Background: an optimization exercise with open tools, aiming at small area, a short achievable clock period and few clock cycles per item. Do not read the settings as production practice. Where RTL was checked, it was by simulation tests only, not by an equivalence proof against the original. The RTL of runs 1 to 6 was laid out without a check of its function. Power figures rest on the tool's default switching activity, not on a simulated workload.

$ cat design/flow/design.v
module cdt_builder (
    input  wire        clk,
    input  wire        rst,             
    input  wire [4:0]  cfg_k,
    input  wire [10:0] cfg_min_used,
    input  wire [10:0] cfg_max_used,
    input  wire [15:0] cfg_max_width,
    input  wire [2:0]  cfg_interp,
    input  wire        in_valid,
    output wire        in_ready,
    input  wire [24:0] in_count,
    output reg         out_valid,
    output reg  [9:0]  out_code,
    output reg  [15:0] out_entry,
    output reg  [9:0]  out_fine,
    output reg         out_wrap,
    output reg         res_valid,
    output wire [2:0]  res_interp,
    output reg         res_accept,
    output wire [10:0] res_used,
    output wire [24:0] res_widest,
    output reg         res_event,
    output wire [7:0]  res_acc_mask
);
    reg  [9:0]  cprev;          
    reg  [2:0]  st;             
    assign in_ready = (st == 3'd0);
    wire        take  = in_valid & in_ready & ~rst;
    wire        first = &cprev;
    wire        last  = (cprev == 10'd1022);
    wire        init  = take & first;
    reg  [2:0]  d_q;            
    reg  [10:0] min_used_q;
    reg  [10:0] max_used_q;
    reg  [15:0] max_width_q;
    reg  [2:0]  interp_q;
    wire [2:0]  d_in  = {~cfg_k[2], cfg_k[1:0]};
    wire [2:0]  d_now = first ? d_in : d_q;
    reg  [24:0] h0;             
    reg         v0;
    reg         chk;            
    wire        fin = v0 & first;           
    reg  [2:0]  hold;
    always @(*) begin
        case (d_q)
            3'd0:    hold = 3'd5;
            3'd1:    hold = 3'd4;
            default: hold = 3'd3;
        endcase
    end
    always @(*) begin
        h0_d = 25'd0;
        if (take) begin
            case (d_now)
                3'd0:    h0_d = in_count << 4;
                3'd1:    h0_d = in_count << 3;
                3'd2:    h0_d = in_count << 2;
                3'd3:    h0_d = in_count << 1;
                default: h0_d = in_count;
            endcase
        end else if (fin) begin
            h0_d = {1'b0, max_width_q, 8'd1};
        end
    end
    reg  [24:0] h0_d;
    always @(posedge clk) begin
        h0 <= h0_d;
        if (rst) begin
            cprev <= 10'h3FF;
            st    <= 3'd0;
            v0    <= 1'b0;
            chk   <= 1'b0;
        end else begin
            v0  <= take;
            chk <= fin;
            if (take)
                cprev <= cprev + 10'd1;
            if (take & last)
                st <= hold;
            else if (st != 3'd0)
                st <= st - 3'd1;
        end
        if (init) begin
            d_q         <= d_in;
            min_used_q  <= cfg_min_used;
            max_used_q  <= cfg_max_used;
            max_width_q <= cfg_max_width;
            interp_q    <= cfg_interp;
        end
    end
    reg  [25:1] a;              
    reg  [10:0] used;
    reg  [24:0] widest;         
    reg         ge_min;         
    reg         over_max;       
    wire [25:0] s_sum = {a, 1'b0} + {1'b0, h0};
    wire        nz    = v0 & (|h0);
    wire        gt    = h0 > widest;
    reg         shift;
    always @(*) begin
        case (d_q)
            3'd0:    shift = (st >= 3'd1) && (st <= 3'd4);
            3'd1:    shift = (st >= 3'd1) && (st <= 3'd3);
            3'd2:    shift = (st >= 3'd1) && (st <= 3'd2);
            3'd3:    shift = (st == 3'd2);
            default: shift = 1'b0;
        endcase
    end
    always @(posedge clk) begin
        a <= init ? 25'd128 : (a + h0);
        used <= init ? 11'd0 : (used + {10'd0, nz});
        if (init)
            widest <= 25'd0;
        else if (shift)
            widest <= widest >> 1;
        else if (gt & ~chk)
            widest <= h0;
        ge_min   <= ~init & (ge_min | (used == min_used_q));
        over_max <= ~init & (over_max | (nz & (used == max_used_q)));
    end
    wire [16:0] e17       = s_sum[25:9];
    wire [15:0] entry     = e17[15:0] | {16{e17[16]}};
    wire [10:0] fine_full = e17[16:6] + {10'd0, e17[5]};    
    always @(posedge clk) begin
        if (rst)
            out_valid <= 1'b0;
        else
            out_valid <= v0;
        out_code  <= cprev;
        out_entry <= entry;
        out_fine  <= fine_full[9:0];
        out_wrap  <= fine_full[10];
    end
    wire        used_ok = (ge_min | (used == min_used_q)) & ~over_max;
    reg  [3:0]  run [0:7];
    reg  [7:0]  acc_mask;
    integer     i;
    wire        judge = (st == 3'd1);
    wire [3:0]  run_sel = run[interp_q];
    always @(posedge clk) begin
        if (chk)
            res_accept <= gt & used_ok;
        res_event <= ~res_accept & (run_sel == 4'd7);
        if (rst) begin
            res_valid <= 1'b0;
            acc_mask  <= 8'd0;
            for (i = 0; i < 8; i = i + 1)
                run[i] <= 4'd0;
        end else begin
            res_valid <= judge;
            if (judge) begin
                if (res_accept) begin
                    run[interp_q]      <= 4'd0;
                    acc_mask[interp_q] <= 1'b1;
                end else if (run_sel != 4'd8) begin
                    run[interp_q]      <= run_sel + 4'd1;
                end
            end
        end
    end
    assign res_interp   = interp_q;
    assign res_used     = used;
    assign res_widest   = widest;
    assign res_acc_mask = acc_mask;
endmodule
$ cat design/flow/run.sh
#!/bin/bash
# synth_recipe.tcl (not shown) runs the flow's synth.tcl, then flattens the netlist and writes it again
# the make line also repeats each setting of config.mk as NAME=value (left out here)
make -C /OpenROAD-flow-scripts/flow DESIGN_CONFIG=/design/flow/config.mk WORK_HOME=/design/flow/orfs CLKGATE_MAP_FILE= SYNTH_SCRIPT=/design/flow/synth_recipe.tcl finish
$ cat design/flow/config.mk
export PLATFORM = sky130hd
export DESIGN_NAME = cdt_builder
export DESIGN_NICKNAME = cdt_builder
export VERILOG_FILES = /design/flow/design.v
export SDC_FILE = /design/flow/constraint.sdc
export NUM_CORES = 4
export LEC_CHECK = 0
export CAP_MARGIN = 20
export CORE_MARGIN = 2
export CORE_UTILIZATION = 40
export SETUP_SLACK_MARGIN = 3.4
export SLEW_MARGIN = 20
$ cat design/flow/constraint.sdc
create_clock -name core_clock -period 6.0 [get_ports {clk}]
set_input_delay 1.2000 -clock core_clock [delete_from_list [all_inputs] [get_ports {clk}]]
set_output_delay 1.2000 -clock core_clock [all_outputs]
set_load 0.01 [all_outputs]
==> results.json, run 1 <==
{
  "yosysWarnings": 1,
  "nets": 1538,
  "core-area_um2": 28700,
  "clkLatencyLatePin_ps": 560,
  "hpwl_um": 20300,
  "gp_congestion": 0.833,
  "synth-compound-area-share_pct": 16.1,
  "yosysSeqAreaShare_pct": 46.4,
  "internal-power_w": 0.00549,
  "syn2layout_area_growth_pct": 36.9,
  "rsz0062_at_grt": "yes",
  "grt_pass1_vias": 9205,
  "multi_input_area_um2": 6710,
  "drtPass1Iterations": 8,
  "setup_viol": 0,
  "fin_tns_setup_ps": 0,
  "arrival_ps": 3210,
  "start_kind": "flop",
  "grt_pass1_wl_um": 48800,
  "fin_crit_ps": 2790,
  "combPwrFrac_pct": 55.6,
  "die_x_um": 175,
  "dieArea_um2": 30500,
  "syn-cell-area_um2": 11600,
  "synth.area.mux_share_pct": 4.15,
  "period_share_pct": 46.5,
  "synth.top_cells.by_count": "dfxtp_1 (154), nor2_1 (108), ha_1 (88), nand2_1 (84), edfxtp_1 (77)",
  "synthArstFlopShare_pct": 0,
  "hold_violations": 0,
  "cts_buffers": 27,
  "r2r-start": "h0[3]$_SDFF_PN0_",
  "synth_area_leaders": "dfxtp_1 (26%), edfxtp_1 (20%), ha_1 (9.5%)",
  "synth_top_area_share_pct": 26.5,
  "drt_first_iter_violations": 656,
  "cp.required_ps": 6420,
  "cts_tree": "built",
  "grt_start_max_net_pins": 43,
  "synth-simple-area-share_pct": 14.1,
  "crit_path_end_kind": "flop",
  "ctsLongestPathBuffers": 3,
  "synth_fa_ha_area_share_pct": 9.63,
  "status": "finished clean",
  "synth_seq_cells": 231,
  "maxCapViolCount": 0,
  "ant_nets": 0,
  "critPathSlowestCell": "dfxtp_4",
  "start_util_pct": 40.6,
  "synth.avg_cell_area_um2": 10.1,
  "clk_pin_slew_ps": 60,
  "clock_power_share_pct": 16.9,
  "drive_above_1_share_pct": 22.0,
  "synthXorXnorAreaFrac_pct": 6.47,
  "grtUsageTotal_pct": 19.9,
  "fillers": 2555,
  "slew_headroom_pct": 52.6,
  "worstHoldStart": "cprev[7]$_SDFFE_PP1P_",
  "drcViolationCount": 0,
  "synth_most_common_cell": "dfxtp_1",
  "syn_nets": 1321,
  "vias": 9573,
  "critical_path.max_stage_delay_ps": 360,
  "fmax_mhz": 359,
  "ios": 163,
  "wl_um": 31300,
  "cts_sinks": 231,
  "wire_per_inst_um": 17.6,
  "place_area_um2": 13800,
  "synth_edf_count": 77,
  "slew_violations": 0,
  "synth_area_leader_cell": "dfxtp_1",
  "overflow": 0,
  "p_leak_nw": 6.76,
  "cp_max_fo": 7,
  "antenna_found_initial": 2,
  "p_seq_share_pct": 27.5,
  "crit_start": "h0[3]$_SDFF_PN0_",
  "worstMarginPinSlew_ps": 702,
  "fin_area_um2": 15900,
  "worst_clock_skew_ps": 37.4,
  "yosysUniqueCellTypes": 66,
  "die_h_um": 175,
  "switchingPower_w": 0.00385,
  "seq_area_um2": 5500,
  "p_per_area_nw_per_um2": 586,
  "routed_via_density": 5.37,
  "clockRootBuffer": "clkbuf_16",
  "netlist_instances": 1158,
  "cts_max_level": 1,
  "ir_worst_vdd_uv": 280,
  "synthFlopType": "dfxtp_1",
  "netSwitchingFraction_pct": 41.2,
  "io_buffers": 160,
  "crit_chain": "ha_4 > nand4_1 > a211oi_2 > nor3_2 > buf_4 > o31ai_4 > buf_6 > a41oi_4 > xnor2_2 > nand3_4 > nor4b_4 > xnor2_1",
  "synth_top_family_by_area": "compound AO/OA/AOI/OAI gates",
  "row_count": 62,
  "min_path_type": "reg2reg",
  "crit_type": "reg2reg"
}
## layout make-up
class / instances / area share [%]
Antenna cell: 2 / 0.0314
Clock buffer: 38 / 4.83
Clock inverter: 12 / 0.534
Inverter: 55 / 1.40
Multi-Input combinational cell: 833 / 42.1
Sequential cell: 231 / 34.5
Tap cell: 384 / 3.02
Timing Repair Buffer: 224 / 13.3
Timing Repair inverter: 3 / 0.196
## power by group through the flow
stage	Combinational, W	Sequential (W)	Clock [W]
after global routing	0.00567	0.00263	0.00168
after global placement	0.00415	0.00256	0
after floorplan	0.00312	0.00248	0
after CTS	0.00480	0.00255	0.00161
final	0.00520	0.00256	0.00158
after detailed placement	0.00419	0.00256	0
## critical path, delay by kind of cell, from the launching register on
kind | cells | cell delay, ps
compound gates | 3 | 610
simple gates | 4 | 700
xor+xnor | 2 | 350
buf+inv | 2 | 350
fa+ha+maj | 1 | 280
flops | 1 | 360
## per-layer routing
metal | vias to the layer above | part of all wire [%] | global-route usage (%)
li1 | 4650 | - | -
met1 | 4538 | 45 | 27.2
met2 | 325 | 45 | 31.7
met3 | 60 | 6.9 | 4.24
met4 | 0 | 2.8 | 5.94
met5 | - | 0 | 0
## cell usage in the layout, fill, tap and decap left out, types with 49 or more instances in the layout
master           netlist  final
nand2_1               84     65
clkdlybuf4s50_1        0     79
buf_4                  0     56
nor2_1               108    105
a21oi_1               76     66
xor2_1                51     50
edfxtp_1              77     77
dfxtp_1              154    107
dlygate4sd2_1          0     62
inv_1                 55     49
ha_1                  88     68
## through the flow
stage	setup WS, ps	hold slack (ps)	utilization (%)	std cells	power (W)
3_5_place_dp	2070	373	47.9	1666	0.00675
4_1_cts	3210	382	53.4	1763	0.00895
5_1_grt	3050	398	55.5	1781	0.00998
3_3_place_gp	2110	370	47.9	1666	0.00671
6_report	3210	388	55.5	1782	0.00934
2_1_floorplan	3370	359	-	1158	0.00560
## flip-flops by register name, indices dropped and copies added (netlist names), 3 cells and up, named ones only
register	count
used	11
st	3
cprev	10
out_fine	10
max_used_q	11
widest	25
acc_mask	8
h0	25
interp_q	3
a	25
min_used_q	11
out_code	10
run	32
max_width_q	16
d_q	3
out_entry	16
## path summary, 6_finish.rpt
path                              end  depth (start not counted)  slack, ps
setup / recovery  out_fine[9]$_DFF_P_                         12       3210
hold / removal    out_code[7]$_DFF_P_                          0        390
setup reg to reg  out_fine[9]$_DFF_P_                         12       3210
hold reg to reg   out_code[7]$_DFF_P_                          0        390
## repair_timing
action,CTS,global route
pin swaps,36,39
gates resized for setup,204,103
gates cloned,8,2
hold buffers,0,0
setup endpoints to repair,290,185
buffers inserted,39,15
## cell families (layout without fill, tap and decap cells)
logic type               count (synthesis)  after routing
multiplexers                            38             38
AO/OA/AOI/OAI                          281            282
other                                    0              2
AND/OR/NAND/NOR                        334            338
XOR/XNOR                                86             86
flip-flops                             231            231
buffers and inverters                   99            332
adder cells (fa/ha/maj)                 89             89
==> run 2, diff against run 1 <==
--- a/design/flow/config.mk
+++ b/design/flow/config.mk
@@ -9,4 +9,3 @@
 export CORE_MARGIN = 2
 export CORE_UTILIZATION = 40
-export SETUP_SLACK_MARGIN = 3.4
 export SLEW_MARGIN = 20
==> results.json, run 2 <==
{
  "cts_tree": "built",
  "die_h_um": 175,
  "crit_family": "buffers and inverters",
  "crit_type": "in2reg",
  "cts_sinks": 231,
  "ant_nets": 0,
  "ctsLongestPathBuffers": 3,
  "r2r-start": "st[0]$_SDFFE_PP0P_",
  "synth_area_leaders": "dfxtp_1 (26%), edfxtp_1 (20%), ha_1 (9.5%)",
  "status": "finished clean",
  "slew_violations": 0,
  "start_util_pct": 40.6,
  "synth_top_area_share_pct": 26.5,
  "cts_hold_buf": 0,
  "overflow": 0,
  "fillers": 2645,
  "yosysWarnings": 1,
  "start_kind": "primary input",
  "final_cell_mix": "clkdlybuf4s50_1 (160), dfxtp_1 (154), nor2_1 (106)",
  "regToRegEndpoint": "widest[0]$_SDFFE_PP0P_",
  "fin_crit_ps": 3660,
  "synth_area_leader_cell": "dfxtp_1",
  "ff2ff_path_depth": 11,
  "grt_pass1_wl_um": 44400,
  "timing.final.ws_setup_ps": 2340,
  "final_common_cell": "clkdlybuf4s50_1",
  "period_share_pct": 61.0,
  "cp_max_fo": 39,
  "totalPowerFinal_w": 0.00826,
  "critPathSlowestCell": "inv_2",
  "synth_edf_count": 77,
  "cts_max_level": 1,
  "arrival_ps": 4040,
  "wl_um": 27700,
  "crit_chain": "clkdlybuf4s50_1 > buf_4 > or2_2 > or2_2 > inv_2 > nor2_1 > buf_4 > nand2_1 > o21ai_0",
  "clockRootBuffer": "clkbuf_16",
  "synthFlopType": "dfxtp_1",
  "ios": 163,
  "ir_worst_vdd_uv": 462,
  "yosysUniqueCellTypes": 66,
  "min_delay_path_depth": 0,
  "rsz0062_at_grt": "no",
  "synth_seq_cells": 231,
  "largest_reg_flops": 32,
  "syn-cell-area_um2": 11600,
  "worst_clock_skew_ps": 13.2,
  "min_path_type": "reg2reg",
  "syn2layout_area_growth_pct": 24.9,
  "core-area_um2": 28700,
  "cts_resized": 0,
  "synthArstFlopShare_pct": 0,
  "fin_tns_setup_ps": 0,
  "cts_setup_buffers": 0,
  "dieArea_um2": 30500,
  "clk_pin_slew_ps": 60,
  "crit_start": "rst",
  "hpwl_um": 20700,
  "routed_via_density": 5.28,
  "die_x_um": 175,
  "grt_pass1_vias": 8560,
  "grt_start_max_net_pins": 47,
  "worstHoldStart": "cprev[9]$_SDFFE_PP1P_",
  "cts_buffers": 27,
  "setup_viol": 0,
  "drtPass1Iterations": 5,
  "wire_per_inst_um": 16.1,
  "path_buf_inv": 4,
  "worstMarginPinSlew_ps": 872,
  "synth.top_cells.by_count": "dfxtp_1 (154), nor2_1 (108), ha_1 (88), nand2_1 (84), edfxtp_1 (77)",
  "yosysSeqAreaShare_pct": 46.4,
  "drive_above_1_share_pct": 7.06,
  "p_leak_nw": 5.92,
  "syn_nets": 1321,
  "antenna_cells": 0,
  "synth.avg_cell_area_um2": 10.1,
  "clkLatencyLatePin_ps": 540,
  "io_buffers": 160,
  "largest_register": "run",
  "drcViolationCount": 0,
  "synth_most_common_cell": "dfxtp_1",
  "grtUsageTotal_pct": 17.8,
  "nets": 1473,
  "fmax_mhz": 273,
  "cp.required_ps": 6380,
  "slew_headroom_pct": 41.8,
  "maxCapViolCount": 0,
  "r2r_setup_slack_ps": 2420,
  "hold_violations": 0,
  "crit_path_end_kind": "flop",
  "vias": 9053,
  "netlist_instances": 1158,
  "dpl_worst_slack_ps": 1760,
  "p_per_area_nw_per_um2": 568,
  "row_count": 62,
  "drt_first_iter_violations": 731,
  "gp_congestion": 0.834,
  "holdPathEnd": "out_code[9]$_DFF_P_",
  "critical_path.max_stage_delay_ps": 640,
  "antenna_found_initial": 0
}
==> run 2: worst max-delay path by stage <==
stage / end / cells past startpoint / slack, ps
after floorplan: d_q[0]$_DFFE_PP_ / 7 / 1840
after global placement: widest[23]$_SDFFE_PP0P_ / 9 / 1790
after detailed placement: widest[17]$_SDFFE_PP0P_ / 9 / 1760
after CTS: widest[0]$_SDFFE_PP0P_ / 9 / 2310
after global routing: widest[0]$_SDFFE_PP0P_ / 9 / 2120
final: widest[0]$_SDFFE_PP0P_ / 9 / 2340
==> run 2: through the flow <==
stage / instances / hold WS [ps] / utilization [%] / instance area (um^2)
6_report: 1715 / 381 / 50.7 / 14500
5_1_grt: 1715 / 401 / 50.7 / 14500
4_1_cts: 1715 / 387 / 50.6 / 14500
3_5_place_dp: 1665 / 377 / 47.5 / 13600
3_3_place_gp: 1665 / 370 / 47.5 / 13600
2_1_floorplan: 1158 / 357 / - / 11600
==> run 2: logic make-up after synthesis <==
| logic type | count (synthesis) | synth area share [%] |
|---|---|---|
| simple gates | 334 | 14.1 |
| compound gates | 281 | 16.1 |
| flops | 231 | 46.4 |
| buf+inv | 99 | 3.22 |
| fa+ha+maj | 89 | 9.63 |
| xor+xnor | 86 | 6.47 |
| mux | 38 | 4.15 |
==> run 2: layer usage <==
| layer | wire, um | vias up | track usage [%] |
|---|---|---|---|
| li1 | - | 4520 | - |
| met1 | 13000 | 4201 | 25.1 |
| met2 | 12000 | 287 | 27.5 |
| met3 | 2000 | 45 | 4.05 |
| met4 | 672 | 0 | 4.76 |
| met5 | 0 | - | 0 |
==> run 2: area by class of cell <==
class                           instances  area (um^2)  area share (%)
Multi-Input combinational cell        828         5890            40.5
Inverter                               55          206            1.42
Clock inverter                         15          129           0.886
Sequential cell                       231         5400            37.1
Tap cell                              384          480            3.30
Timing Repair Buffer                  167         1670            11.5
Clock buffer                           35          779            5.36
==> run 2: where the power goes <==
part	switching (W)	leakage (nW)	internal, W
clock network	0.000662	0.443	0.000967
registers	0.000413	2.01	0.00209
logic	0.00223	3.47	0.00190
total	0.00331	5.92	0.00496
==> run 3, diff against run 2 <==
--- a/design/flow/design.v
+++ b/design/flow/design.v
@@ -23,11 +23,15 @@
     output wire [7:0]  res_acc_mask
 );
-    reg  [9:0]  cprev;          
+    reg         v1;
+    wire [9:0]  cprev = out_code + {8'd0, v0 & v1, v0 ^ v1};
     reg  [2:0]  st;             
-    assign in_ready = (st == 3'd0);
-    wire        take  = in_valid & in_ready & ~rst;
+    reg         rdy;            
+    assign in_ready = rdy;
+    wire        take  = in_valid & in_ready;       
     wire        first = &cprev;
     wire        last  = (cprev == 10'd1022);
-    wire        init  = take & first;
+    wire        clr   = first & in_ready;
+    reg  [24:0] h0;             
+    reg         v0;
     reg  [2:0]  d_q;            
     reg  [10:0] min_used_q;
@@ -37,6 +41,4 @@
     wire [2:0]  d_in  = {~cfg_k[2], cfg_k[1:0]};
     wire [2:0]  d_now = first ? d_in : d_q;
-    reg  [24:0] h0;             
-    reg         v0;
     reg         chk;            
     wire        fin = v0 & first;           
@@ -67,6 +69,6 @@
         h0 <= h0_d;
         if (rst) begin
-            cprev <= 10'h3FF;
             st    <= 3'd0;
+            rdy   <= 1'b1;
             v0    <= 1'b0;
             chk   <= 1'b0;
@@ -74,12 +76,13 @@
             v0  <= take;
             chk <= fin;
-            if (take)
-                cprev <= cprev + 10'd1;
-            if (take & last)
-                st <= hold;
-            else if (st != 3'd0)
-                st <= st - 3'd1;
+            if (take & last) begin
+                st  <= hold;
+                rdy <= 1'b0;
+            end else if (st != 3'd0) begin
+                st  <= st - 3'd1;
+                rdy <= (st == 3'd1);
+            end
         end
-        if (init) begin
+        if (clr) begin
             d_q         <= d_in;
             min_used_q  <= cfg_min_used;
@@ -108,7 +111,7 @@
     end
     always @(posedge clk) begin
-        a <= init ? 25'd128 : (a + h0);
-        used <= init ? 11'd0 : (used + {10'd0, nz});
-        if (init)
+        a <= clr ? 25'd128 : (a + h0);
+        used <= clr ? 11'd0 : (used + {10'd0, nz});
+        if (clr)
             widest <= 25'd0;
         else if (shift)
@@ -116,16 +119,21 @@
         else if (gt & ~chk)
             widest <= h0;
-        ge_min   <= ~init & (ge_min | (used == min_used_q));
-        over_max <= ~init & (over_max | (nz & (used == max_used_q)));
+        ge_min   <= ~clr & (ge_min | (used == min_used_q));
+        over_max <= ~clr & (over_max | (nz & (used == max_used_q)));
     end
-    wire [16:0] e17       = s_sum[25:9];
+    reg  [16:0] e17;            
     wire [15:0] entry     = e17[15:0] | {16{e17[16]}};
-    wire [10:0] fine_full = e17[16:6] + {10'd0, e17[5]};    
+    wire [10:0] fine_full = e17[16:6] + {10'd0, e17[5]};
     always @(posedge clk) begin
-        if (rst)
+        e17 <= s_sum[25:9];
+        if (rst) begin
+            v1        <= 1'b0;
             out_valid <= 1'b0;
-        else
-            out_valid <= v0;
-        out_code  <= cprev;
+            out_code  <= 10'h3FF;
+        end else begin
+            v1        <= v0;
+            out_valid <= v1;
+            out_code  <= out_code + {9'd0, v1};
+        end
         out_entry <= entry;
         out_fine  <= fine_full[9:0];
@@ -138,8 +146,9 @@
     wire        judge = (st == 3'd1);
     wire [3:0]  run_sel = run[interp_q];
+    wire [3:0]  run_nx  = {run_sel[2:0], ~(run_sel[3] ^ run_sel[2])};
     always @(posedge clk) begin
         if (chk)
             res_accept <= gt & used_ok;
-        res_event <= ~res_accept & (run_sel == 4'd7);
+        res_event <= ~res_accept & (run_sel == 4'b0110);
         if (rst) begin
             res_valid <= 1'b0;
@@ -153,6 +162,6 @@
                     run[interp_q]      <= 4'd0;
                     acc_mask[interp_q] <= 1'b1;
-                end else if (run_sel != 4'd8) begin
-                    run[interp_q]      <= run_sel + 4'd1;
+                end else if (run_sel != 4'b1100) begin
+                    run[interp_q]      <= run_nx;
                 end
             end
--- a/design/flow/config.mk
+++ b/design/flow/config.mk
@@ -9,3 +9,4 @@
 export CORE_MARGIN = 2
 export CORE_UTILIZATION = 40
+export SETUP_SLACK_MARGIN = 3.5
 export SLEW_MARGIN = 20
==> results.json, run 3 <==
{
  "status": "finished clean",
  "ir_worst_vdd_uv": 256,
  "cp_max_fo": 7,
  "synth_area_leader_cell": "dfxtp_1",
  "final_cell_mix": "nor2_1 (107), dfxtp_1 (106), dlygate4sd2_1 (86)",
  "yosysWarnings": 1,
  "grt_pass1_vias": 9286,
  "min_path_type": "reg2reg",
  "wire_per_inst_um": 17.5,
  "synth_fa_ha_area_share_pct": 9.65,
  "ant_nets": 0,
  "grtUsageTotal_pct": 19.2,
  "grt_pass1_wl_um": 49000,
  "final_common_cell": "nor2_1",
  "p_leak_nw": 7.00,
  "routed_via_density": 5.44,
  "synthFlopType": "dfxtp_1",
  "fin_tns_setup_ps": 0,
  "worstMarginPinSlew_ps": 544,
  "wl_um": 32400,
  "p_per_area_nw_per_um2": 512,
  "fillers": 2624,
  "grt.met2_usage_pct": 31.7,
  "maxCapViolCount": 0,
  "gp_congestion": 0.858,
  "die_h_um": 179,
  "placed_cells": 1717,
  "synth_most_common_cell": "dfxtp_1",
  "antenna_cells": 0,
  "synth.avg_cell_area_um2": 10.1,
  "start_util_pct": 40.9,
  "drt_first_iter_violations": 939,
  "critical_path.max_stage_delay_ps": 650,
  "synth_top_area_share_pct": 26.7,
  "die_x_um": 179,
  "clk_pin_slew_ps": 70,
  "synth-compound-area-share_pct": 17.2,
  "utilization_pct": 55.2,
  "drive_above_1_share_pct": 21.9,
  "netlist_instances": 1207,
  "grt.busiest_layer": "met2",
  "fmax_mhz": 346,
  "largest_register": "run",
  "core-area_um2": 29900,
  "critPathSlowestCell": "or4b_4",
  "ctsLongestPathBuffers": 3,
  "hold_violations": 0,
  "overflow": 0,
  "drtPass1Iterations": 8,
  "synth_area_leaders": "dfxtp_1 (27%), edfxtp_1 (19%), ha_1 (9.3%)",
  "row_count": 63,
  "syn_nets": 1374,
  "worst_clock_skew_ps": 17.5,
  "cts_tree": "built",
  "cts_sinks": 240,
  "synthXorXnorAreaFrac_pct": 5.52,
  "instances_no_fill": 1850,
  "antenna_found_initial": 0,
  "crit_path_end_kind": "flop",
  "synthArstFlopShare_pct": 0,
  "cts_buffers": 27,
  "synth.top_cells.by_count": "dfxtp_1 (163), nor2_1 (112), ha_1 (91), edfxtp_1 (77), a21oi_1 (76)",
  "synth_seq_cells": 240,
  "synth_top_family_by_area": "compound AO/OA/AOI/OAI gates",
  "io_buffers": 160,
  "vias": 10100,
  "arrival_ps": 3320,
  "clockRootBuffer": "clkbuf_16",
  "setup_viol": 0,
  "grt_use_met1_pct": 25.9,
  "hpwl_um": 21200,
  "ios": 163,
  "cts_max_level": 1,
  "start_kind": "flop",
  "synth_edf_count": 77,
  "cts_hold_buf": 0,
  "crit_type": "reg2reg",
  "period_share_pct": 48.2,
  "dieArea_um2": 32000,
  "synth-simple-area-share_pct": 13.8,
  "totalPowerFinal_w": 0.00845,
  "rsz0062_at_grt": "yes",
  "grt_start_max_net_pins": 50,
  "syn2layout_area_growth_pct": 35.0,
  "crit_chain": "ha_4 > ha_4 > inv_2 > fa_2 > nor2_2 > nand2_2 > o21ai_4 > nand3_4 > or4b_4 > nand2_8 > a222oi_1 > o211ai_1",
  "yosysUniqueCellTypes": 77,
  "crit_family": "simple AND/OR/NAND/NOR gates",
  "clkLatencyLatePin_ps": 550,
  "yosysSeqAreaShare_pct": 45.6,
  "cp.required_ps": 6420,
  "use_met3_pct": 3.35,
  "holdWs_ps": 406,
  "nets": 1608,
  "synth.area.mux_share_pct": 4.21,
  "path_buf_inv": 1,
  "largest_reg_flops": 32,
  "crit_path_frequent_cell": "ha_4",
  "fin_crit_ps": 2890,
  "slew_violations": 0,
  "slew_headroom_pct": 63.6,
  "syn-cell-area_um2": 12200,
  "drcViolationCount": 0
}
run 3: worst reg2reg max path: stages (launching register included):
cell and delay [ps]:
dfxtp_4 360, ha_4 270, ha_4 130, inv_2 40
fa_2 390, nor2_2 120, nand2_2 80, o21ai_4 90
nand3_4 160, or4b_4 650, nand2_8 130, a222oi_1 70
o211ai_1 290
run 3: cell type report:
class	count	area [um^2]	area share, %
well taps	390	488	2.96
clock inverters	10	57.6	0.349
inverters	53	199	1.21
multi-input cells	876	6840	41.5
clock buffers	38	788	4.78
repair buffers	243	2440	14.8
flip-flops and latches	240	5680	34.4
run 3: metal layers:
metal | vias to the layer above | share of wire [%] | wire length (um)
li1 | 4887 | - | -
met1 | 4749 | 45 | 14500
met2 | 343 | 46 | 14900
met3 | 79 | 6.1 | 1990
met4 | 0 | 3.1 | 997
met5 | - | 0 | 0
run 3: per-stage QoR:
stage	setup slack [ps]	cell area, um^2
after floorplan	3390	12300
final	3110	16500
after global placement	2470	14100
after global routing	3030	16500
after detailed placement	2450	14100
after CTS	3190	15700
run 3: logic make-up after synthesis:
| group | after synthesis |
|---|---|
| xor+xnor | 77 |
| compound gates | 314 |
| buf+inv | 98 |
| mux | 41 |
| flops | 240 |
| simple gates | 344 |
| fa+ha+maj | 93 |
run 3: final timing paths:
kind / start / endpoint / slack, ps / depth (start not counted)
setup / recovery: v0$_SDFF_PP0_ / h0[11]$_DFF_P_ / 3110 / 12
hold / removal: e17[4]$_DFF_P_ / out_entry[4]$_DFF_P_ / 410 / 1
setup reg to reg: v0$_SDFF_PP0_ / h0[11]$_DFF_P_ / 3110 / 12
hold reg to reg: e17[4]$_DFF_P_ / out_entry[4]$_DFF_P_ / 410 / 1
run 3: power breakdown:
group | total, W | switching [W] | internal (W)
logic | 0.00416 | 0.00211 | 0.00205
clock network | 0.00158 | 0.000664 | 0.000912
registers | 0.00272 | 0.000458 | 0.00226
run 3: repair_timing:
action                                  in CTS  in global routing
endpoints found under the setup margin     303                200
gates resized for setup                    201                 91
buffers inserted                            33                 38
pin swaps                                   28                 46
cloned                                       9                  5
==> run 4, diff against run 3 <==
--- a/design/flow/config.mk
+++ b/design/flow/config.mk
@@ -9,4 +9,4 @@
 export CORE_MARGIN = 2
 export CORE_UTILIZATION = 40
-export SETUP_SLACK_MARGIN = 3.5
+export SETUP_SLACK_MARGIN = 3.8
 export SLEW_MARGIN = 20
==> results.json, run 4 <==
{
  "clockRootBuffer": "clkbuf_16",
  "syn_nets": 1374,
  "antenna_found_initial": 0,
  "rsz0062_at_grt": "yes",
  "cts_tree": "built",
  "period_share_pct": 48.8,
  "fin_tns_setup_ps": 0,
  "worst_clock_skew_ps": 17.9,
  "r2r_setup_slack_ps": 3070,
  "cp_max_fo": 6,
  "dieArea_um2": 32000,
  "crit_type": "reg2reg",
  "synth_area_leader_cell": "dfxtp_1",
  "slew_headroom_pct": 49.3,
  "slew_violations": 0,
  "synth.avg_cell_area_um2": 10.1,
  "drtPass1Iterations": 8,
  "r2r-start": "v0$_SDFF_PP0_",
  "drive_above_1_share_pct": 35.9,
  "ctsLongestPathBuffers": 3,
  "status": "finished clean",
  "synthArstFlopShare_pct": 0,
  "syn-cell-area_um2": 12200,
  "synthFlopType": "dfxtp_1",
  "holdWs_ps": 405,
  "yosysUniqueCellTypes": 77,
  "regToRegEndpoint": "max_width_q[9]$_DFFE_PP_",
  "crit_start": "v0$_SDFF_PP0_",
  "die_x_um": 179,
  "hpwl_um": 21300,
  "drt_first_iter_violations": 834,
  "final_common_cell": "buf_6",
  "synth.top_cells.by_count": "dfxtp_1 (163), nor2_1 (112), ha_1 (91), edfxtp_1 (77), a21oi_1 (76)",
  "overflow": 0,
  "min_path_type": "reg2reg",
  "worstMarginPinSlew_ps": 758,
  "fillers": 2470,
  "ff2ff_path_depth": 14,
  "routed_via_density": 5.38,
  "synth_most_common_cell": "dfxtp_1",
  "hold_violations": 0,
  "wl_um": 33900,
  "drcViolationCount": 0,
  "place_area_um2": 14400,
  "die_h_um": 179,
  "fmax_mhz": 342,
  "largest_register": "run",
  "grt_use_met1_pct": 27.8,
  "crit_path_end_kind": "flop",
  "fin_area_um2": 17600,
  "syn2layout_area_growth_pct": 43.9,
  "nets": 1664,
  "vias": 10300,
  "final_cell_mix": "buf_6 (92), buf_4 (82), ha_1 (79)",
  "synth_top_area_share_pct": 26.7,
  "synth_area_leaders": "dfxtp_1 (27%), edfxtp_1 (19%), ha_1 (9.3%)",
  "cts_sinks": 240,
  "p_leak_nw": 7.32,
  "start_util_pct": 40.9,
  "clkLatencyLatePin_ps": 540,
  "gp_congestion": 0.866,
  "synth_edf_count": 77,
  "p_per_area_nw_per_um2": 508,
  "antenna_cells": 0,
  "instances_no_fill": 1907,
  "start_kind": "flop",
  "placed_cells": 1718,
  "io_buffers": 160,
  "ant_nets": 0,
  "grt_pass1_wl_um": 52600,
  "synth_seq_cells": 240,
  "largest_reg_flops": 32,
  "grt.met2_usage_pct": 33.7,
  "grt_pass1_vias": 9978,
  "arrival_ps": 3180,
  "netlist_instances": 1207,
  "cp.required_ps": 6250,
  "grtUsageTotal_pct": 20.6,
  "row_count": 63,
  "ios": 163,
  "yosysWarnings": 1,
  "fin_crit_ps": 2930,
  "use_met3_pct": 3.29,
  "core-area_um2": 29900,
  "utilization_pct": 58.8,
  "worstHoldStart": "e17[4]$_DFF_P_",
  "ir_worst_vdd_uv": 251,
  "endpoint": "max_width_q[9]$_DFFE_PP_",
  "cts_buffers": 27,
  "grt.busiest_layer": "met2",
  "cts_max_level": 1,
  "clk_pin_slew_ps": 60,
  "yosysSeqAreaShare_pct": 45.6,
  "setup_viol": 0,
  "wire_per_inst_um": 17.8,
  "grt_start_max_net_pins": 50,
  "maxCapViolCount": 0
}
[run 4: area by class of cell]
type / instances / area [um^2] / share of cell area (%)
inverters: 53 / 201 / 1.15
well taps: 390 / 488 / 2.78
multi-input cells: 876 / 7180 / 40.8
clock inverters: 10 / 108 / 0.612
repair buffers: 299 / 3000 / 17.1
flip-flops and latches: 240 / 5790 / 32.9
clock buffers: 39 / 816 / 4.64
[run 4: cell families (layout without fill, tap and decap cells)]
logic type	after synthesis	count (layout)	share of synthesized area, %
DFF	240	240	45.6
adders and majority gates	93	93	9.65
AOI/OAI and AO/OA	314	316	17.2
buffers and inverters	98	401	3.97
muxes	41	41	4.21
xor gates and xnor gates	77	77	5.52
and+or+nand+nor	344	349	13.8
[run 4: routing by layer]
metal,part of all wire (%),vias up
met5,0,-
met4,2.9,0
met3,6.2,69
met2,47,381
met1,44,4801
li1,-,5012
[run 4: how the worst min path moves through the flow]
stage / end / slack, ps / cells after the start
floorplan: out_entry[0]$_DFF_P_ / 390 / 1
global placement: out_entry[4]$_DFF_P_ / 390 / 1
detailed placement: out_entry[1]$_DFF_P_ / 390 / 1
CTS: out_entry[1]$_DFF_P_ / 410 / 1
global route: out_entry[0]$_DFF_P_ / 420 / 1
finish: out_entry[4]$_DFF_P_ / 410 / 1
[run 4: report_power, final]
part           total [W]  internal, W  switching, W
Combinational    0.00449      0.00225       0.00224
Clock            0.00169      0.00103      0.000665
Sequential       0.00275      0.00229      0.000463
Total            0.00893      0.00557       0.00336
[run 4: critical path, cell delays in order (launching register included)]
cell and delay (ps):
dfxtp_4 360, ha_4 260, ha_4 130, inv_2 40, fa_2 390, buf_6 140, nor2_4 100, buf_4 120
a32o_2 210, buf_6 120, nand2_4 50, nor3_4 230, buf_6 200, buf_6 140, clkbuf_16 140
[run 4: what timing repair did]
action | CTS | global route
setup buffers | 97 | 27
gates resized for setup | 626 | 112
hold buffers | 0 | 0
pin swaps | 94 | 46
endpoints found under the setup margin | 307 | 271
gates cloned | 13 | 3
[run 4: stage by stage]
step                      total power, W  setup WS [ps]
after floorplan                  0.00518           3390
after global placement           0.00613           2530
after detailed placement         0.00620           2580
after CTS                        0.00868           3200
after global routing             0.00953           2980
final                            0.00893           3070
==> run 5, diff against run 4 <==
--- a/design/flow/design.v
+++ b/design/flow/design.v
@@ -25,50 +25,47 @@
     reg         v1;
     wire [9:0]  cprev = out_code + {8'd0, v0 & v1, v0 ^ v1};
+    reg         first;
+    reg         last;
     reg  [2:0]  st;             
     reg         rdy;            
-    assign in_ready = rdy;
+    reg         armed;          
+    reg  [4:0]  k_nx;           
+    assign in_ready = rdy & (~first | armed);
     wire        take  = in_valid & in_ready;       
-    wire        first = &cprev;
-    wire        last  = (cprev == 10'd1022);
     wire        clr   = first & in_ready;
     reg  [24:0] h0;             
     reg         v0;
-    reg  [2:0]  d_q;            
+    reg  [4:0]  k_q;            
     reg  [10:0] min_used_q;
     reg  [10:0] max_used_q;
     reg  [15:0] max_width_q;
     reg  [2:0]  interp_q;
-    wire [2:0]  d_in  = {~cfg_k[2], cfg_k[1:0]};
-    wire [2:0]  d_now = first ? d_in : d_q;
+    wire [4:0]  k_in  = {cfg_k[3], cfg_k[2:0] == 3'd7, cfg_k[2:0] == 3'd6,
+                         cfg_k[2:0] == 3'd5, cfg_k[2:0] == 3'd4};
+    wire [4:0]  k_now = first ? k_nx : k_q;
     reg         chk;            
     wire        fin = v0 & first;           
     reg  [2:0]  hold;
     always @(*) begin
-        case (d_q)
-            3'd0:    hold = 3'd5;
-            3'd1:    hold = 3'd4;
-            default: hold = 3'd3;
-        endcase
+        hold = k_q[0] ? 3'd5 : k_q[1] ? 3'd4 : 3'd3;
     end
     always @(*) begin
-        h0_d = 25'd0;
-        if (take) begin
-            case (d_now)
-                3'd0:    h0_d = in_count << 4;
-                3'd1:    h0_d = in_count << 3;
-                3'd2:    h0_d = in_count << 2;
-                3'd3:    h0_d = in_count << 1;
-                default: h0_d = in_count;
-            endcase
-        end else if (fin) begin
-            h0_d = {1'b0, max_width_q, 8'd1};
-        end
+        h0_d = ({25{take & k_now[0]}} & (in_count << 4)) |
+               ({25{take & k_now[1]}} & (in_count << 3)) |
+               ({25{take & k_now[2]}} & (in_count << 2)) |
+               ({25{take & k_now[3]}} & (in_count << 1)) |
+               ({25{take & k_now[4]}} & in_count) |
+               ({25{fin}} & {1'b0, max_width_q, 8'd1});
     end
     reg  [24:0] h0_d;
     always @(posedge clk) begin
-        h0 <= h0_d;
+        h0    <= h0_d;
+        armed <= in_valid;
+        k_nx  <= k_in;
         if (rst) begin
             st    <= 3'd0;
             rdy   <= 1'b1;
+            first <= 1'b1;
+            last  <= 1'b0;
             v0    <= 1'b0;
             chk   <= 1'b0;
@@ -76,4 +73,8 @@
             v0  <= take;
             chk <= fin;
+            if (take) begin
+                first <= last;
+                last  <= (cprev == 10'd1021);
+            end
             if (take & last) begin
                 st  <= hold;
@@ -85,5 +86,5 @@
         end
         if (clr) begin
-            d_q         <= d_in;
+            k_q         <= k_in;
             min_used_q  <= cfg_min_used;
             max_used_q  <= cfg_max_used;
@@ -102,11 +103,8 @@
     reg         shift;
     always @(*) begin
-        case (d_q)
-            3'd0:    shift = (st >= 3'd1) && (st <= 3'd4);
-            3'd1:    shift = (st >= 3'd1) && (st <= 3'd3);
-            3'd2:    shift = (st >= 3'd1) && (st <= 3'd2);
-            3'd3:    shift = (st == 3'd2);
-            default: shift = 1'b0;
-        endcase
+        shift = (k_q[0] & (st >= 3'd1) & (st <= 3'd4)) |
+                (k_q[1] & (st >= 3'd1) & (st <= 3'd3)) |
+                (k_q[2] & (st >= 3'd1) & (st <= 3'd2)) |
+                (k_q[3] & (st == 3'd2));
     end
     always @(posedge clk) begin
--- a/design/flow/config.mk
+++ b/design/flow/config.mk
@@ -9,4 +9,4 @@
 export CORE_MARGIN = 2
 export CORE_UTILIZATION = 40
-export SETUP_SLACK_MARGIN = 3.8
+export SETUP_SLACK_MARGIN = 3.7
 export SLEW_MARGIN = 20
==> results.json, run 5 <==
{
  "syn-cell-area_um2": 12100,
  "r2r_setup_slack_ps": 3490,
  "antenna_cells": 0,
  "clkLatencyLatePin_ps": 550,
  "fmax_mhz": 399,
  "drtPass1Iterations": 6,
  "yosysWarnings": 1,
  "antenna_found_initial": 0,
  "p_leak_nw": 6.94,
  "fin_tns_setup_ps": 0,
  "cp.required_ps": 6250,
  "rsz0062_at_grt": "yes",
  "synth_most_common_cell": "dfxtp_1",
  "synth_area_leaders": "dfxtp_1 (28%), edfxtp_1 (20%), ha_1 (9.4%)",
  "cts_buffers": 28,
  "cts_sinks": 250,
  "largest_register": "run",
  "synth.top_cells.by_count": "dfxtp_1 (171), nor2_1 (93), ha_1 (91), edfxtp_1 (79), a21oi_1 (70)",
  "yosysUniqueCellTypes": 65,
  "die_h_um": 178,
  "io_buffers": 161,
  "grt_start_max_net_pins": 50,
  "start_util_pct": 40.7,
  "drcViolationCount": 0,
  "dpl_worst_slack_ps": 2820,
  "maxCapViolCount": 0,
  "crit_path_end_kind": "flop",
  "p_per_area_nw_per_um2": 444,
  "routed_via_density": 5.22,
  "die_x_um": 178,
  "period_share_pct": 41.8,
  "hpwl_um": 20900,
  "drive_above_1_share_pct": 31.2,
  "slew_violations": 0,
  "grt_pass1_vias": 9454,
  "worst_clock_skew_ps": 20.1,
  "synthFlopType": "dfxtp_1",
  "status": "finished clean",
  "netlist_instances": 1167,
  "crit_type": "reg2reg",
  "wl_um": 30000,
  "overflow": 0,
  "fin_crit_ps": 2510,
  "clockRootBuffer": "clkbuf_16",
  "ctsLongestPathBuffers": 3,
  "setup_viol": 0,
  "synth_area_leader_cell": "dfxtp_1",
  "ir_worst_vdd_uv": 279,
  "largest_reg_flops": 32,
  "final_cell_mix": "dfxtp_1 (92), nor2_1 (79), edfxtp_1 (79)",
  "dieArea_um2": 31600,
  "synth_top_area_share_pct": 28.3,
  "synth_seq_cells": 250,
  "gp_congestion": 0.849,
  "cp_max_fo": 5,
  "nets": 1562,
  "slew_headroom_pct": 59.2,
  "clk_pin_slew_ps": 60,
  "drt_first_iter_violations": 571,
  "start_kind": "flop",
  "arrival_ps": 2760,
  "cts_tree": "built",
  "ios": 163,
  "fillers": 2588,
  "synth.avg_cell_area_um2": 10.4,
  "yosysSeqAreaShare_pct": 47.9,
  "grtUsageTotal_pct": 19.1,
  "grt_pass1_wl_um": 48700,
  "wire_per_inst_um": 16.6,
  "row_count": 63,
  "synthArstFlopShare_pct": 0,
  "syn_nets": 1334,
  "multi_input_area_um2": 6820,
  "cts_max_level": 1,
  "seq_area_um2": 5990,
  "worstHoldStart": "e17[4]$_DFF_P_",
  "min_path_type": "reg2reg",
  "ant_nets": 0,
  "worstMarginPinSlew_ps": 609,
  "vias": 9438,
  "final_common_cell": "dfxtp_1",
  "synth_edf_count": 79,
  "core-area_um2": 29700,
  "hold_violations": 0,
  "timing.final.ws_setup_ps": 3490,
  "syn2layout_area_growth_pct": 34.9
}
## run 5: cell types whose count changed after synthesis, sizes merged, moves of 8 or more
cell,delta
a22oi,+47
a21boi,-31
nor2,-19
o21ai,-19
o211ai,-18
a222oi,-16
nand3,+16
nand2,-11
inv,-9
nor3,+9
dfxtp,+8
## run 5: final timing paths
| kind | endpoint | cells after the start |
|---|---|---|
| hold / removal | out_entry[4]$_DFF_P_ | 1 |
| hold reg to reg | out_entry[4]$_DFF_P_ | 1 |
| setup / recovery | run[0][3]$_SDFFCE_PN0P_ | 8 |
| setup reg to reg | run[0][3]$_SDFFCE_PN0P_ | 8 |
## run 5: per-stage QoR
step / total power [W] / hold slack, ps / cell area (um^2) / utilization [%] / cells
6_report: 0.00724 / 408 / 16300 / 54.9 / 1807
5_1_grt: 0.00773 / 416 / 16300 / 54.9 / 1807
4_1_cts: 0.00717 / 410 / 16100 / 54.0 / 1795
3_5_place_dp: 0.00511 / 396 / 14300 / 48.0 / 1683
3_3_place_gp: 0.00507 / 398 / 14300 / 48.0 / 1683
2_1_floorplan: 0.00426 / 389 / 12300 / - / 1167
## run 5: worst max-delay path, cell delays in order, from the launching register on
cell,delay (ps)
dfxtp_4,400
mux4_2,520
mux2_4,310
ha_4,170
o21ai_4,80
o21ai_4,90
buf_6,130
or3_4,400
nand2b_4,110
## run 5: cell type report
cell class              instances  share of cell area (%)
multi-input cells             833                    41.8
flip-flops and latches        250                    36.7
repair buffers                238                    11.7
clock buffers                  41                    4.86
well taps                     390                    2.99
inverters                      44                    1.06
clock inverters                11                   0.882
## run 5: metal layers
layer / wire length (um) / track usage (%) / vias up / part of all wire [%]
li1: - / - / 4747 / -
met1: 13400 / 24.6 / 4413 / 45
met2: 14100 / 31.9 / 219 / 47
met3: 1630 / 4.16 / 59 / 5.4
met4: 906 / 6.28 / 0 / 3.0
met5: 0 / 0 / - / 0
## run 5: kinds of logic (layout without fill, tap and decap cells)
group | count (synthesis) | count (layout) | synth area share [%]
adder cells (fa/ha/maj) | 93 | 93 | 9.74
buffers and inverters | 88 | 334 | 2.90
AO/OA/AOI/OAI | 286 | 287 | 15.8
AND/OR/NAND/NOR | 320 | 323 | 12.9
multiplexers | 43 | 43 | 4.41
flip-flops | 250 | 250 | 47.9
XOR/XNOR | 87 | 87 | 6.30
## run 5: timing repair
item | in CTS | in global routing
buffers inserted | 56 | 12
pin swaps | 75 | 59
gates resized for setup | 519 | 68
hold buffers | 0 | 0
cloned | 4 | 0
setup endpoints to repair | 274 | 170
## run 5: power breakdown
part	switching [W]	leakage [nW]	internal, W
Combinational	0.00150	4.25	0.00139
Clock	0.000678	0.461	0.00104
Sequential	0.000375	2.23	0.00225
==> run 6, diff against run 5 <==
--- a/design/flow/config.mk
+++ b/design/flow/config.mk
@@ -9,4 +9,6 @@
 export CORE_MARGIN = 2
 export CORE_UTILIZATION = 40
+export CTS_CLUSTER_DIAMETER = 150
+export CTS_CLUSTER_SIZE = 30
 export SETUP_SLACK_MARGIN = 3.7
 export SLEW_MARGIN = 20
==> results.json, run 6 <==
{
  "clockRootBuffer": "clkbuf_16",
  "crit_type": "reg2reg",
  "yosysSeqAreaShare_pct": 47.9,
  "crit_path_frequent_cell": "a21oi_1",
  "maxCapViolCount": 0,
  "p_leak_nw": 6.82,
  "ir_worst_vdd_uv": 185,
  "worstHoldStart": "e17[4]$_DFF_P_",
  "fin_crit_ps": 2500,
  "cts_sinks": 250,
  "crit_chain": "inv_1 > ha_4 > a21oi_1 > a21oi_4 > a2111oi_4 > o211ai_1 > buf_4 > o211ai_4 > buf_12 > mux2i_1 > a21oi_1",
  "synth.avg_cell_area_um2": 10.4,
  "status": "finished clean",
  "cp.required_ps": 6370,
  "die_h_um": 178,
  "critical_path.max_stage_delay_ps": 390,
  "arrival_ps": 2880,
  "synth_most_common_cell": "dfxtp_1",
  "worst_clock_skew_ps": 32.4,
  "drive_above_1_share_pct": 29.2,
  "syn-cell-area_um2": 12100,
  "clk_pin_slew_ps": 120,
  "grt_pass1_wl_um": 48400,
  "wl_um": 30000,
  "largest_register": "run",
  "synth_seq_cells": 250,
  "io_buffers": 161,
  "critPathSlowestCell": "a2111oi_4",
  "place_area_um2": 14300,
  "p_per_area_nw_per_um2": 414,
  "nets": 1571,
  "core-area_um2": 29700,
  "dieArea_um2": 31600,
  "start_kind": "flop",
  "hpwl_um": 20900,
  "dpl_worst_slack_ps": 2820,
  "grt_start_max_net_pins": 50,
  "path_buf_inv": 3,
  "timing.final.ws_setup_ps": 3500,
  "yosysUniqueCellTypes": 65,
  "synthArstFlopShare_pct": 0,
  "rsz0062_at_grt": "yes",
  "row_count": 63,
  "slew_headroom_pct": 59.0,
  "final_common_cell": "nor2_1",
  "grt_pass1_vias": 9315,
  "die_x_um": 178,
  "worstMarginPinSlew_ps": 613,
  "final_cell_mix": "nor2_1 (89), buf_4 (86), dfxtp_1 (82)",
  "routed_via_density": 5.26,
  "r2r-start": "widest[20]$_SDFFE_PP0P_",
  "largest_reg_flops": 32,
  "min_path_type": "reg2reg",
  "cts_hold_buf": 0,
  "fin_tns_setup_ps": 0,
  "drt_first_iter_violations": 692,
  "synthFlopType": "dfxtp_1",
  "syn_nets": 1334,
  "fmax_mhz": 399,
  "netlist_instances": 1167,
  "cts_buffers": 12,
  "syn2layout_area_growth_pct": 32.1,
  "crit_start": "widest[20]$_SDFFE_PP0P_",
  "ant_nets": 0,
  "ctsLongestPathBuffers": 3,
  "yosysWarnings": 1,
  "synth_area_leaders": "dfxtp_1 (28%), edfxtp_1 (20%), ha_1 (9.4%)",
  "vias": 9465,
  "start_util_pct": 40.7,
  "grtUsageTotal_pct": 19.0,
  "antenna_cells": 0,
  "slew_violations": 0,
  "cts_tree": "built",
  "drtPass1Iterations": 5,
  "crit_path_end_kind": "flop",
  "wire_per_inst_um": 16.7,
  "hold_violations": 0,
  "cts_max_level": 1,
  "period_share_pct": 41.7,
  "synth_top_area_share_pct": 28.3,
  "synth.top_cells.by_count": "dfxtp_1 (171), nor2_1 (93), ha_1 (91), edfxtp_1 (79), a21oi_1 (70)",
  "cp_max_fo": 5,
  "overflow": 0,
  "synth_edf_count": 79,
  "fin_area_um2": 16000,
  "gp_congestion": 0.849,
  "drcViolationCount": 0,
  "ios": 163,
  "setup_viol": 0,
  "antenna_found_initial": 0,
  "clkLatencyLatePin_ps": 500,
  "synth_area_leader_cell": "dfxtp_1",
  "crit_family": "compound AO/OA/AOI/OAI gates"
}
## run 6: cell count changes in the layout (fill, tap and decap cells not counted), sizes merged
| cell | previous run | this run |
|---|---|---|
| dlygate4sd2 | 0 | 6 |
| bufinv | 3 | 0 |
| clkdlybuf4s15 | 12 | 28 |
| buf | 139 | 151 |
| clkbuf | 56 | 24 |
| clkinv | 7 | 0 |
| inv | 44 | 45 |
| clkinvlp | 1 | 0 |
## run 6: metal layers
layer	global-route usage, %	wire length (um)
met1	24.9	13500
met2	32.3	14400
met3	3.62	1560
met4	4.54	588
met5	0	0
## run 6: final timing paths
check                             to  slack (ps)  cells after the start
max          widest[18]$_SDFFE_PP0P_        3500                     11
min             out_entry[4]$_DFF_P_         420                      1
max reg2reg  widest[18]$_SDFFE_PP0P_        3500                     11
min reg2reg     out_entry[4]$_DFF_P_         420                      1
## run 6: stage by stage
step / instances / power (W) / utilization, % / hold slack [ps]
floorplan: 1167 / 0.00426 / - / 389
global placement: 1683 / 0.00507 / 48.0 / 398
detailed placement: 1683 / 0.00511 / 48.0 / 396
CTS: 1772 / 0.00644 / 52.5 / 424
global route: 1799 / 0.00709 / 53.8 / 431
finish: 1799 / 0.00661 / 53.8 / 419
## run 6: worst register-to-register path, cell delays in order (launching register included)
cell and delay [ps]:
dfxtp_2 360, inv_1 70, ha_4 250, a21oi_1 260
a21oi_4 100, a2111oi_4 390, o211ai_1 180, buf_4 180
o211ai_4 150, buf_12 170, mux2i_1 180, a21oi_1 80
## run 6: timing repair
action,in CTS,in global routing
gates cloned,5,0
setup buffers,65,27
endpoints found under the setup margin,273,201
gates resized for setup,443,92
endpoints found under the hold margin,0,0
pin swaps,59,45
## run 6: layout make-up
type,instances,area [um^2]
Inverter,44,175
Tap cell,390,488
Multi-Input combinational cell,833,6730
Fill cell,2624,13700
Timing Repair Buffer,263,2220
Sequential cell,250,6000
Clock inverter,1,20.0
Clock buffer,18,344
## run 6: cell families (layout without fill, tap and decap cells)
logic type,Yosys count,count (layout),synth area share [%]
buf+inv,88,326,2.90
flops,250,250,47.9
compound gates,286,287,15.8
mux,43,43,4.41
xor+xnor,87,87,6.30
fa+ha+maj,93,93,9.74
simple gates,320,323,12.9
## run 6: power by group
group          switching (W)  internal [W]  leakage, nW
clock network       0.000556      0.000414        0.176
logic                0.00154       0.00150         4.41
registers           0.000357       0.00224         2.23
total                0.00245       0.00416         6.82
==> run 7, diff against run 6 <==
--- a/design/flow/design.v
+++ b/design/flow/design.v
@@ -29,7 +29,6 @@
     reg  [2:0]  st;             
     reg         rdy;            
-    reg         armed;          
     reg  [4:0]  k_nx;           
-    assign in_ready = rdy & (~first | armed);
+    assign in_ready = rdy;
     wire        take  = in_valid & in_ready;       
     wire        clr   = first & in_ready;
@@ -61,9 +60,8 @@
     always @(posedge clk) begin
         h0    <= h0_d;
-        armed <= in_valid;
         k_nx  <= k_in;
         if (rst) begin
             st    <= 3'd0;
-            rdy   <= 1'b1;
+            rdy   <= 1'b0;
             first <= 1'b1;
             last  <= 1'b0;
@@ -77,11 +75,10 @@
                 last  <= (cprev == 10'd1021);
             end
-            if (take & last) begin
-                st  <= hold;
-                rdy <= 1'b0;
-            end else if (st != 3'd0) begin
-                st  <= st - 3'd1;
-                rdy <= (st == 3'd1);
-            end
+            if (take & last)
+                st <= hold;
+            else if (st != 3'd0)
+                st <= st - 3'd1;
+            rdy <= ~(take & last) & ((st == 3'd0) | (st == 3'd1)) &
+                   (~(take ? last : first) | in_valid);
         end
         if (clr) begin
@@ -143,10 +140,12 @@
     integer     i;
     wire        judge = (st == 3'd1);
-    wire [3:0]  run_sel = run[interp_q];
-    wire [3:0]  run_nx  = {run_sel[2:0], ~(run_sel[3] ^ run_sel[2])};
+    reg  [7:0]  is7;
+    always @(*)
+        for (i = 0; i < 8; i = i + 1)
+            is7[i] = (run[i] == 4'b0110);
     always @(posedge clk) begin
         if (chk)
             res_accept <= gt & used_ok;
-        res_event <= ~res_accept & (run_sel == 4'b0110);
+        res_event <= ~res_accept & is7[interp_q];
         if (rst) begin
             res_valid <= 1'b0;
@@ -156,12 +155,13 @@
         end else begin
             res_valid <= judge;
-            if (judge) begin
-                if (res_accept) begin
-                    run[interp_q]      <= 4'd0;
-                    acc_mask[interp_q] <= 1'b1;
-                end else if (run_sel != 4'b1100) begin
-                    run[interp_q]      <= run_nx;
+            for (i = 0; i < 8; i = i + 1)
+                if (judge && interp_q == i) begin
+                    if (res_accept) begin
+                        run[i]      <= 4'd0;
+                        acc_mask[i] <= 1'b1;
+                    end else if (run[i] != 4'b1100) begin
+                        run[i]      <= {run[i][2:0], ~(run[i][3] ^ run[i][2])};
+                    end
                 end
-            end
         end
     end
--- a/design/flow/config.mk
+++ b/design/flow/config.mk
@@ -9,6 +9,4 @@
 export CORE_MARGIN = 2
 export CORE_UTILIZATION = 40
-export CTS_CLUSTER_DIAMETER = 150
-export CTS_CLUSTER_SIZE = 30
-export SETUP_SLACK_MARGIN = 3.7
+export SETUP_SLACK_MARGIN = 3.75
 export SLEW_MARGIN = 20
==> results.json, run 7 <==
{
  "slew_violations": 0,
  "fillers": 2708,
  "grt_pass1_vias": 9612,
  "cp.required_ps": 6420,
  "yosysWarnings": 2,
  "grt_pass1_wl_um": 48700,
  "ir_worst_vdd_uv": 221,
  "largest_register": "run",
  "crit_family": "compound AO/OA/AOI/OAI gates",
  "hold_violations": 0,
  "final_common_cell": "dfxtp_1",
  "die_h_um": 179,
  "largest_reg_flops": 32,
  "clkLatencyLatePin_ps": 560,
  "holdPathEnd": "out_entry[2]$_DFF_P_",
  "grt_start_max_net_pins": 61,
  "maxCapViolCount": 0,
  "fin_area_um2": 16500,
  "wl_um": 31000,
  "nets": 1684,
  "drtPass1Iterations": 10,
  "crit_start": "widest[11]$_SDFFE_PP0P_",
  "status": "finished clean",
  "cp_max_fo": 6,
  "crit_type": "reg2reg",
  "synthArstFlopShare_pct": 0,
  "antenna_found_initial": 0,
  "netlist_instances": 1280,
  "cp.depth": 11,
  "setup_viol": 0,
  "grtUsageTotal_pct": 18.7,
  "min_delay_path_depth": 1,
  "dieArea_um2": 32100,
  "r2r_setup_slack_ps": 3540,
  "row_count": 64,
  "synth_most_common_cell": "dfxtp_1",
  "cts_tree": "built",
  "die_x_um": 179,
  "worstMarginPinSlew_ps": 1100,
  "synthFlopType": "dfxtp_1",
  "cts_sinks": 246,
  "clk_pin_slew_ps": 60,
  "yosysSeqAreaShare_pct": 44.0,
  "synth_edf_count": 47,
  "overflow": 0,
  "timing.final.ws_setup_ps": 3540,
  "dpl_worst_slack_ps": 2920,
  "start_kind": "flop",
  "io_buffers": 161,
  "ctsLongestPathBuffers": 3,
  "wire_per_inst_um": 16.1,
  "p_per_area_nw_per_um2": 403,
  "arrival_ps": 2880,
  "synth_seq_cells": 246,
  "critical_path.max_stage_delay_ps": 380,
  "critPathSlowestCell": "dfxtp_4",
  "worst_clock_skew_ps": 15.3,
  "fin_tns_setup_ps": 0,
  "gp_congestion": 0.834,
  "synth_top_area_share_pct": 32.5,
  "slew_headroom_pct": 26.7,
  "drcViolationCount": 0,
  "syn-cell-area_um2": 12300,
  "period_share_pct": 41.0,
  "drt_first_iter_violations": 555,
  "routed_via_density": 5.35,
  "start_util_pct": 40.4,
  "yosysUniqueCellTypes": 70,
  "p_leak_nw": 6.92,
  "place_area_um2": 14300,
  "vias": 10300,
  "seq_area_um2": 5590,
  "multi_input_area_um2": 6960,
  "syn_nets": 1458,
  "hpwl_um": 20600,
  "drive_above_1_share_pct": 27.0,
  "r2r-start": "widest[11]$_SDFFE_PP0P_",
  "fmax_mhz": 406,
  "cts_buffers": 28,
  "synth.top_cells.by_count": "dfxtp_1 (199), a21oi_1 (108), ha_1 (102), nor2_1 (93), o21ai_0 (66)",
  "path_buf_inv": 3,
  "crit_path_end_kind": "flop",
  "ant_nets": 0,
  "syn2layout_area_growth_pct": 34.5,
  "worstHoldStart": "e17[2]$_DFF_P_",
  "ff2ff_path_depth": 11,
  "synth_area_leader_cell": "dfxtp_1",
  "fin_crit_ps": 2460,
  "antenna_cells": 0,
  "regToRegEndpoint": "widest[23]$_SDFFE_PP0P_",
  "synth_area_leaders": "dfxtp_1 (32%), edfxtp_1 (12%), ha_1 (10%)",
  "min_path_type": "reg2reg",
  "clockRootBuffer": "clkbuf_16",
  "final_cell_mix": "dfxtp_1 (118), a21oi_1 (98), nor2_1 (92)",
  "core-area_um2": 30300,
  "ios": 163,
  "rsz0062_at_grt": "yes",
  "synth.avg_cell_area_um2": 9.58,
  "cts_max_level": 1,
  "crit_chain": "inv_2 > ha_4 > nand4_1 > nor4_4 > o21ai_1 > a21o_2 > buf_6 > a31oi_4 > buf_12 > mux2i_1 > a21oi_1",
  "cts_hold_buf": 0
}
-- run 7: cell count changes after synthesis, sizes merged, moves of 10 or more --
| cell | change |
|---|---|
| a21oi | +37 |
| buf | -10 |
| clkbuf | +21 |
| dfxtp | +28 |
| edfxtp | -32 |
| ha | +11 |
| inv | +16 |
| nand3 | +22 |
| nor4b | +11 |
| o21ai | +17 |
-- run 7: kinds of logic after synthesis --
kind of cell / count (synthesis) / share of synthesized area (%)
flip-flops: 246 / 44.0
buffers and inverters: 115 / 3.58
AND/OR/NAND/NOR: 369 / 15.7
XOR/XNOR: 79 / 5.64
adder cells (fa/ha/maj): 104 / 10.7
multiplexers: 31 / 2.53
AO/OA/AOI/OAI: 336 / 17.8
-- run 7: repair_timing --
action,4_1_cts,5_1_grt
buffers inserted,54,23
pin swaps,32,35
endpoints found under the setup margin,193,136
gates resized for setup,544,80
cloned,3,2
-- run 7: final cells by class --
type                    instances  share of cell area, %
multi-input cells             920                   42.2
flip-flops and latches        246                   33.9
repair buffers                249                   13.7
clock buffers                  43                   4.96
well taps                     396                   3.00
inverters                      60                   1.42
clock inverters                 9                  0.766
repair inverters                1                 0.0304
-- run 7: worst max-delay path by stage --
stage | to | slack, ps
after CTS | res_accept | 3530
after floorplan | e17[13]$_DFF_P_ | 3700
after global placement | h0[24]$_DFF_P_ | 2510
after detailed placement | widest[2]$_SDFFE_PP0P_ | 2920
after global routing | widest[23]$_SDFFE_PP0P_ | 3410
final | widest[23]$_SDFFE_PP0P_ | 3540
-- run 7: report_power, final --
group	switching, W	internal [W]	leakage, nW
registers	0.000297	0.00214	2.10
clock network	0.000690	0.00103	0.458
logic	0.00128	0.00120	4.36
total	0.00227	0.00437	6.92
-- run 7: per-layer routing --
metal	global-route usage [%]	wire length, um
met1	25.8	14500
met2	30.4	14200
met3	3.07	1600
met4	5.15	688
met5	0	0
-- run 7: per-stage QoR --
step / hold WS [ps] / power (W) / instances / util, %
final: 407 / 0.00664 / 1924 / 54.3
after global routing: 420 / 0.00706 / 1924 / 54.3
after CTS: 408 / 0.00649 / 1899 / 52.6
after detailed placement: 394 / 0.00455 / 1790 / 47.1
after global placement: 393 / 0.00451 / 1790 / 47.1
after floorplan: 389 / 0.00376 / 1280 / -
-- run 7: worst register-to-register path, cell delays in order (launching register included) --
cell and delay, ps:
dfxtp_4 380, inv_2 50, ha_4 250, nand4_1 140, nor4_4 350, o21ai_1 110, a21o_2 250, buf_6 130
a31oi_4 200, buf_12 170, mux2i_1 210, a21oi_1 80
Testbench counts of run 7, summed over its fixed seeds: cycles 65,753, items 65,536.

==> port drivers added, routing unchanged <==
The results above use ideal ports. As a check the final layouts listed here were re-extracted and re-timed, cells and wires unchanged.
Step 1, drivers: a clkbuf_16 drives clk and a buf_2 each remaining input, both assumed.
Step 2 also shifts input and output timing later by t, the mid clock arrival at the registers, as if the neighbouring blocks saw the same clock.
Slacks: no drivers / after step 1 / after step 2; pairs: no drivers / after step 1.
| run | shift t [ns] | slack for setup (ns) | slew at the worst register clock pin (ns) | worst slew at a driven data input, ns | cell pins on the clock port's net |
|---|---|---|---|---|---|
| run 1 | 0.593 | 3.212 / 3.212 / 2.913 | 0.06 / 0.06 | 0.06 | 1 |
| run 2 | 0.581 | 2.339 / 2.363 / 1.783 | 0.06 / 0.06 | 0.06 | 1 |
| run 3 | 0.592 | 3.107 / 3.107 / 2.849 | 0.07 / 0.07 | 0.05 | 1 |
| run 4 | 0.583 | 3.075 / 3.075 / 2.866 | 0.06 / 0.06 | 0.04 | 1 |
| run 5 | 0.591 | 3.492 / 3.459 / 2.977 | 0.06 / 0.06 | 0.06 | 1 |
| run 6 | 0.538 | 3.496 / 3.490 / 3.027 | 0.12 / 0.12 | 0.05 | 1 |
| run 7 | 0.601 | 3.539 / 3.507 / 3.174 | 0.06 / 0.06 | 0.04 | 1 |
After both steps setup and hold are still met in every run listed. For run 2, which loses most, drivers alone change the setup slack by +0.024 ns; drivers and shift together by -0.556 ns.
